Background: an optimization exercise with open tools, aiming at small area. Do not read the settings as production practice.
Function was checked by simulation only, so behaviour that the tests miss may differ from the original.
The clock port is modelled as an ideal driver; clocking choices that lean on that would not hold on a real chip.
Power figures rest on the tool's default switching activity, not on a simulated workload.

==> inputs of run a <==
## pwm_gen
module pwm_gen (
    input             clk,
    input             rst,
    input             key_load,      
    input             wr,
    input             rd,
    input      [9:0]  addr,
    input      [31:0] wdata,
    output reg [31:0] rdata,         
    input             dbg_halt,
    input      [3:0]  fence,
    input      [3:0]  inline_ok,
    input      [3:0]  g3_clear,
    input      [63:0] isense,        
    input      [63:0] vsense,
    input      [3:0]  swn,
    input      [3:0]  flt_in,
    output     [3:0]  gh,
    output     [3:0]  gl,
    output     [3:0]  fault_req
);
Settings: LEC_CHECK=0, ABC_AREA=1, CAP_MARGIN=30, CORE_MARGIN=2, CORE_UTILIZATION=55, CTS_CLUSTER_DIAMETER=70, CTS_CLUSTER_SIZE=26, SLEW_MARGIN=30; clock period 30.0 ns.
standard.sh (not shown) runs the stock make flow with config.mk's settings and CLKGATE_MAP_FILE= SYNTH_SCRIPT=/design/flow/synth_recipe.tcl, a recipe that flattens the netlist after the stock synthesis.
==> flow/flow/run.sh <==
#!/bin/bash
# Layout flow: the standard ORFS flow (standard.sh), with three changes:
#  1. After the standard synthesis (standard.sh, unchanged), the logic between
#     the registers and the full-adder cells is mapped again for area with
#     Yosys/ABC (flow/reopt.ys). Registers, full-adder cells and their
#     names stay exactly as the standard synthesis made them; only the
#     combinational gates around them are re-mapped.
#  2. The clock tree is built without dummy loads (clock_tree_synthesis
#     -dont_use_dummy_load); clustering as in config.mk.
#  3. The port buffers are sky130_fd_sc_hd__buf_2 (every port still gets one).
# Each tool's full output goes to a log file of its own in this folder:
# synth_flow.log, reopt.log, layout_flow.log (and ORFS's per-step logs).
set -euo pipefail
WORK="$PWD"
R="$WORK/orfs/results/sky130hd/pwm_gen/base"
export CTS_ARGS="-sink_clustering_enable -repair_clock_nets -dont_use_dummy_load -sink_clustering_size 26 -sink_clustering_max_diameter 70"
export BUFFER_PORTS_ARGS="-inputs -outputs -buffer_cell sky130_fd_sc_hd__buf_2"

# 1. standard synthesis
bash standard.sh "$R/1_2_yosys.v" > synth_flow.log 2>&1
cp "$R/1_2_yosys.v" "$WORK/standard_synth.v"

# 2. area re-mapping of the logic between registers and adder cells
YOSYS=yosys
if [[ -x "$FLOW_HOME/../tools/install/yosys/bin/yosys" ]]; then
  YOSYS="$FLOW_HOME/../tools/install/yosys/bin/yosys"
fi
LIB="$FLOW_HOME/platforms/sky130hd/lib/sky130_fd_sc_hd__tt_025C_1v80.lib"
sed -e "s#@LIB@#$LIB#g" -e "s#@IN@#$WORK/standard_synth.v#g" \
    -e "s#@OUT@#$WORK/reopt.v#g" flow/reopt.ys > reopt_run.ys
"$YOSYS" -s reopt_run.ys > reopt.log 2>&1
cp "$WORK/reopt.v" "$R/1_2_yosys.v"
touch "$R/1_2_yosys.v" "$R/1_2_yosys.sdc"

# 3. the rest of the standard flow, from the re-mapped netlist
bash standard.sh finish > layout_flow.log 2>&1
==> flow/flow/reopt.ys <==
# Area re-mapping of the standard synthesis netlist. Registers, full-adder cells
# and tie cells are kept as black boxes; everything else is mapped again.
read_liberty -ignore_miss_func @LIB@
read_verilog @IN@
hierarchy -top pwm_gen
setattr -mod -set keep_hierarchy 1 sky130_fd_sc_hd__dfxtp_1 sky130_fd_sc_hd__edfxtp_1 sky130_fd_sc_hd__fa_1 sky130_fd_sc_hd__conb_1 sky130_fd_sc_hd__maj3_1
flatten
blackbox sky130_fd_sc_hd__dfxtp_1 sky130_fd_sc_hd__edfxtp_1 sky130_fd_sc_hd__fa_1 sky130_fd_sc_hd__conb_1 sky130_fd_sc_hd__maj3_1
opt_clean
abc -liberty @LIB@ -dont_use sky130_fd_sc_hd__lpflow_bleeder_1 -dont_use sky130_fd_sc_hd__lpflow_clkbufkapwr_1 -dont_use sky130_fd_sc_hd__lpflow_clkbufkapwr_16 -dont_use sky130_fd_sc_hd__lpflow_clkbufkapwr_2 -dont_use sky130_fd_sc_hd__lpflow_clkbufkapwr_4 -dont_use sky130_fd_sc_hd__lpflow_clkbufkapwr_8 -dont_use sky130_fd_sc_hd__lpflow_clkinvkapwr_1 -dont_use sky130_fd_sc_hd__lpflow_clkinvkapwr_16 -dont_use sky130_fd_sc_hd__lpflow_clkinvkapwr_2 -dont_use sky130_fd_sc_hd__lpflow_clkinvkapwr_4 -dont_use sky130_fd_sc_hd__lpflow_clkinvkapwr_8 -dont_use sky130_fd_sc_hd__lpflow_decapkapwr_12 -dont_use sky130_fd_sc_hd__lpflow_decapkapwr_3 -dont_use sky130_fd_sc_hd__lpflow_decapkapwr_4 -dont_use sky130_fd_sc_hd__lpflow_decapkapwr_6 -dont_use sky130_fd_sc_hd__lpflow_decapkapwr_8 -dont_use sky130_fd_sc_hd__lpflow_inputiso0n_1 -dont_use sky130_fd_sc_hd__lpflow_inputiso0p_1 -dont_use sky130_fd_sc_hd__lpflow_inputiso1n_1 -dont_use sky130_fd_sc_hd__lpflow_inputiso1p_1 -dont_use sky130_fd_sc_hd__lpflow_inputisolatch_1 -dont_use sky130_fd_sc_hd__lpflow_isobufsrc_1 -dont_use sky130_fd_sc_hd__lpflow_isobufsrc_16 -dont_use sky130_fd_sc_hd__lpflow_isobufsrc_2 -dont_use sky130_fd_sc_hd__lpflow_isobufsrc_4 -dont_use sky130_fd_sc_hd__lpflow_isobufsrc_8 -dont_use sky130_fd_sc_hd__lpflow_isobufsrckapwr_16 -dont_use sky130_fd_sc_hd__lpflow_lsbuf_lh_hl_isowell_tap_1 -dont_use sky130_fd_sc_hd__lpflow_lsbuf_lh_hl_isowell_tap_2 -dont_use sky130_fd_sc_hd__lpflow_lsbuf_lh_hl_isowell_tap_4 -dont_use sky130_fd_sc_hd__lpflow_lsbuf_lh_isowell_4 -dont_use sky130_fd_sc_hd__lpflow_lsbuf_lh_isowell_tap_1 -dont_use sky130_fd_sc_hd__lpflow_lsbuf_lh_isowell_tap_2 -dont_use sky130_fd_sc_hd__lpflow_lsbuf_lh_isowell_tap_4 -dont_use sky130_fd_sc_hd__probe_p_8 -dont_use sky130_fd_sc_hd__probec_p_8  -script +strash;dc2;dch,-f;map,-a;mfs2;strash;dc2;dch,-f;map,-a;topo;dnsize
opt_clean
splitnets
opt_clean -purge
hilomap -singleton -hicell sky130_fd_sc_hd__conb_1 HI -locell sky130_fd_sc_hd__conb_1 LO
insbuf -buf sky130_fd_sc_hd__buf_4 A X
write_verilog -noattr -nohex -nodec @OUT@
stat -liberty @LIB@
==> inputs of run b, as changes to run a <==
--- a/flow/design.v
+++ b/flow/design.v
@@ -62,28 +62,22 @@
             rge = c;
         end
     endfunction
     reg        arm, stretch, adapt;
     reg [1:0]  mode;
     reg [28:0] per_r, rise_r, fall_r;
     reg [7:0]  dt_rise, dt_fall, dt_margin, dt_last;
-    reg [7:0]  n_dt_min, min_pulse;
+    reg [7:0]  dt_min, min_pulse;
     reg [1:0]  safe;
     reg [2:0]  blank_src;
     reg        blank_en;
-    reg [15:0] max_duty, n_fw_max_duty, n_duty_slew;
-    reg [9:0]  n_blank;
+    reg [15:0] max_duty, fw_max_duty, duty_slew;
+    reg [9:0]  blank;
     reg [8:0]  filt;
-    reg [15:0] i_lim, n_fw_i_lim, v_lim, n_fw_v_lim;
-    wire [7:0]  dt_min      = ~n_dt_min;
-    wire [15:0] fw_max_duty = ~n_fw_max_duty;
-    wire [15:0] duty_slew   = ~n_duty_slew;
-    wire [9:0]  blank       = ~n_blank;
-    wire [15:0] fw_i_lim    = ~n_fw_i_lim;
-    wire [15:0] fw_v_lim    = ~n_fw_v_lim;
+    reg [15:0] i_lim, fw_i_lim, v_lim, fw_v_lim;
     reg [15:0] short_cnt, late_cnt, swn_miss, g3_trips;
     reg        st_late, st_clamp, st_oc, st_ov, st_mref;
     reg [23:0] sh_p, sh_rise, alt_fall;
     reg [23:0] lt_p, lt_rise;
     reg        lt_v;
     reg [12:0] sh_fl, lt_fl;
     reg [23:0] a_sh, s_sh, a_lt, s_lt, b_acc;
@@ -228,31 +222,31 @@
         if (rst || commit)                   fall_r <= wdata[28:0];
         if (rst || we_dt) begin
             dt_rise   <= wdata[7:0];
             dt_fall   <= wdata[15:8];
             dt_margin <= wdata[23:16];
         end
         if (rst || (kl_we && regsel == R_LIM)) begin
-            n_dt_min  <= ~wdata[7:0];
+            dt_min    <= wdata[7:0];
             min_pulse <= wdata[15:8];
             safe      <= wdata[17:16];
             blank_src <= wdata[22:20];
             blank_en  <= wdata[23];
         end
         if (rst || (kl_we && regsel == R_DUTY))  max_duty  <= wdata[15:0];
-        if (rst || we_slew)                      n_duty_slew <= ~wdata[15:0];
+        if (rst || we_slew)                      duty_slew <= wdata[15:0];
         if (rst || (kl_we && regsel == R_SENSE)) begin
-            n_blank <= ~wdata[9:0];
+            blank <= wdata[9:0];
             filt  <= wdata[24:16];
         end
         if (rst || (kl_we && regsel == R_ILIM))  i_lim <= wdata[15:0];
         if (rst || (kl_we && regsel == R_VLIM))  v_lim <= wdata[15:0];
-        if (rst || we_duty) n_fw_max_duty <= ~fw_new;
-        if (rst || we_ilim) n_fw_i_lim    <= ~fw_new;
-        if (rst || we_vlim) n_fw_v_lim    <= ~fw_new;
+        if (rst || we_duty) fw_max_duty <= fw_new;
+        if (rst || we_ilim) fw_i_lim    <= fw_new;
+        if (rst || we_vlim) fw_v_lim    <= fw_new;
         if (rst || commit_nl || we_duty || xfer)
             a_sh <= (commit_nl || we_duty || !xfer_g) ? m1 : a_lt;
         if (rst || commit_nl || we_slew || xfer)
             s_sh <= (commit_nl || we_slew || !xfer_g) ? (we_slew ? m1 : m2) : s_lt;
     end
     always @(posedge clk) begin
         if (rst) begin
--- a/flow/flow/run.sh
+++ b/flow/flow/run.sh
@@ -9,15 +9,15 @@
 #     -dont_use_dummy_load); clustering as in config.mk.
 #  3. The port buffers are sky130_fd_sc_hd__buf_2 (every port still gets one).
 # Each tool's full output goes to a log file of its own in this folder:
 # synth_flow.log, reopt.log, layout_flow.log (and ORFS's per-step logs).
 set -euo pipefail
 WORK="$PWD"
 R="$WORK/orfs/results/sky130hd/pwm_gen/base"
-export CTS_ARGS="-sink_clustering_enable -repair_clock_nets -dont_use_dummy_load -sink_clustering_size 26 -sink_clustering_max_diameter 70"
+export CTS_ARGS="-sink_clustering_enable -repair_clock_nets -dont_use_dummy_load -sink_clustering_size 16 -sink_clustering_max_diameter 60 -buf_list sky130_fd_sc_hd__clkbuf_8"
 export BUFFER_PORTS_ARGS="-inputs -outputs -buffer_cell sky130_fd_sc_hd__buf_2"
 
 # 1. standard synthesis
 bash standard.sh "$R/1_2_yosys.v" > synth_flow.log 2>&1
 cp "$R/1_2_yosys.v" "$WORK/standard_synth.v"
 
 # 2. area re-mapping of the logic between registers and adder cells
==> flow/flow/reopt.ys (replaced) <==
# Area re-mapping of the standard synthesis netlist. Registers, full-adder cells
# and tie cells are kept as black boxes; everything else is mapped again.
read_liberty -ignore_miss_func @LIB@
read_verilog @IN@
hierarchy -top pwm_gen
setattr -mod -set keep_hierarchy 1 sky130_fd_sc_hd__dfxtp_1 sky130_fd_sc_hd__edfxtp_1 sky130_fd_sc_hd__fa_1 sky130_fd_sc_hd__conb_1 sky130_fd_sc_hd__maj3_1
flatten
blackbox sky130_fd_sc_hd__dfxtp_1 sky130_fd_sc_hd__edfxtp_1 sky130_fd_sc_hd__fa_1 sky130_fd_sc_hd__conb_1 sky130_fd_sc_hd__maj3_1
opt_clean
abc -liberty @LIB@ -dont_use sky130_fd_sc_hd__lpflow_bleeder_1 -dont_use sky130_fd_sc_hd__lpflow_clkbufkapwr_1 -dont_use sky130_fd_sc_hd__lpflow_clkbufkapwr_16 -dont_use sky130_fd_sc_hd__lpflow_clkbufkapwr_2 -dont_use sky130_fd_sc_hd__lpflow_clkbufkapwr_4 -dont_use sky130_fd_sc_hd__lpflow_clkbufkapwr_8 -dont_use sky130_fd_sc_hd__lpflow_clkinvkapwr_1 -dont_use sky130_fd_sc_hd__lpflow_clkinvkapwr_16 -dont_use sky130_fd_sc_hd__lpflow_clkinvkapwr_2 -dont_use sky130_fd_sc_hd__lpflow_clkinvkapwr_4 -dont_use sky130_fd_sc_hd__lpflow_clkinvkapwr_8 -dont_use sky130_fd_sc_hd__lpflow_decapkapwr_12 -dont_use sky130_fd_sc_hd__lpflow_decapkapwr_3 -dont_use sky130_fd_sc_hd__lpflow_decapkapwr_4 -dont_use sky130_fd_sc_hd__lpflow_decapkapwr_6 -dont_use sky130_fd_sc_hd__lpflow_decapkapwr_8 -dont_use sky130_fd_sc_hd__lpflow_inputiso0n_1 -dont_use sky130_fd_sc_hd__lpflow_inputiso0p_1 -dont_use sky130_fd_sc_hd__lpflow_inputiso1n_1 -dont_use sky130_fd_sc_hd__lpflow_inputiso1p_1 -dont_use sky130_fd_sc_hd__lpflow_inputisolatch_1 -dont_use sky130_fd_sc_hd__lpflow_isobufsrc_1 -dont_use sky130_fd_sc_hd__lpflow_isobufsrc_16 -dont_use sky130_fd_sc_hd__lpflow_isobufsrc_2 -dont_use sky130_fd_sc_hd__lpflow_isobufsrc_4 -dont_use sky130_fd_sc_hd__lpflow_isobufsrc_8 -dont_use sky130_fd_sc_hd__lpflow_isobufsrckapwr_16 -dont_use sky130_fd_sc_hd__lpflow_lsbuf_lh_hl_isowell_tap_1 -dont_use sky130_fd_sc_hd__lpflow_lsbuf_lh_hl_isowell_tap_2 -dont_use sky130_fd_sc_hd__lpflow_lsbuf_lh_hl_isowell_tap_4 -dont_use sky130_fd_sc_hd__lpflow_lsbuf_lh_isowell_4 -dont_use sky130_fd_sc_hd__lpflow_lsbuf_lh_isowell_tap_1 -dont_use sky130_fd_sc_hd__lpflow_lsbuf_lh_isowell_tap_2 -dont_use sky130_fd_sc_hd__lpflow_lsbuf_lh_isowell_tap_4 -dont_use sky130_fd_sc_hd__probe_p_8 -dont_use sky130_fd_sc_hd__probec_p_8  -script +strash;dch,-f;map,-a;mfs2;strash;dch,-f;map,-a;topo;dnsize
opt_clean
splitnets
opt_clean -purge
hilomap -singleton -hicell sky130_fd_sc_hd__conb_1 HI -locell sky130_fd_sc_hd__conb_1 LO
insbuf -buf sky130_fd_sc_hd__buf_4 A X
write_verilog -noattr -nohex -nodec @OUT@
stat -liberty @LIB@
Settings changed: CAP_MARGIN 30 to 40, CORE_UTILIZATION 55 to 50, CTS_BUF_LIST set to sky130_fd_sc_hd__clkbuf_8, CTS_CLUSTER_DIAMETER 70 to 60, CTS_CLUSTER_SIZE 26 to 16, SLEW_MARGIN 30 to 40.
==> summary.txt <==
- First-iteration DRC count: run b is larger than run a (0.41%).
- In sequential cell count, run b and run a do not differ.
- Between run a and run b, the lower fmax is in run a (gap 0.81%, measured against run b).
- Against run b, the die area of run a is lower by about 10%.
- Synthesized cell count: run b is larger than run a (about 1.5%).
- Routed wire length: run b is larger than run a (about 7%).
- Combinational power is about the same in run a and run b.

-- what the ideal ports hide --
Ports are ideal in the flow. The routed layouts listed here were re-timed in OpenROAD.
Step 1 (the two cells are an assumption about what drives the block):
set clk [get_ports {clk}]
set_driving_cell -lib_cell sky130_fd_sc_hd__clkbuf_16 $clk
set_driving_cell -lib_cell sky130_fd_sc_hd__buf_2 [delete_from_list [all_inputs] $clk]
Step 2 adds t to the input delays and takes it off the output delays; t is the mean of the earliest and latest rising clock arrival at the registers after step 1. Input paths then give back, and output paths get back, about the clock's delay inside the block.
Slacks: ideal ports / drivers / drivers and shift; pairs: ideal ports / drivers.
run	t, ns	slack for setup (ns)	worst setup path after step 2	worst register clock-pin slew, ns	worst data-port slew with drivers (ns)
run a	1.163	2.301 / 2.238 / 1.075	input to register	0.12 / 0.12	0.18
run b	1.341	2.524 / 2.458 / 1.116	input to register	0.12 / 0.12	0.40
After both steps every run listed still meets setup and hold. The setup slack of run b, which loses most, moves by -0.066 ns with the drivers and by -1.408 ns with both steps.
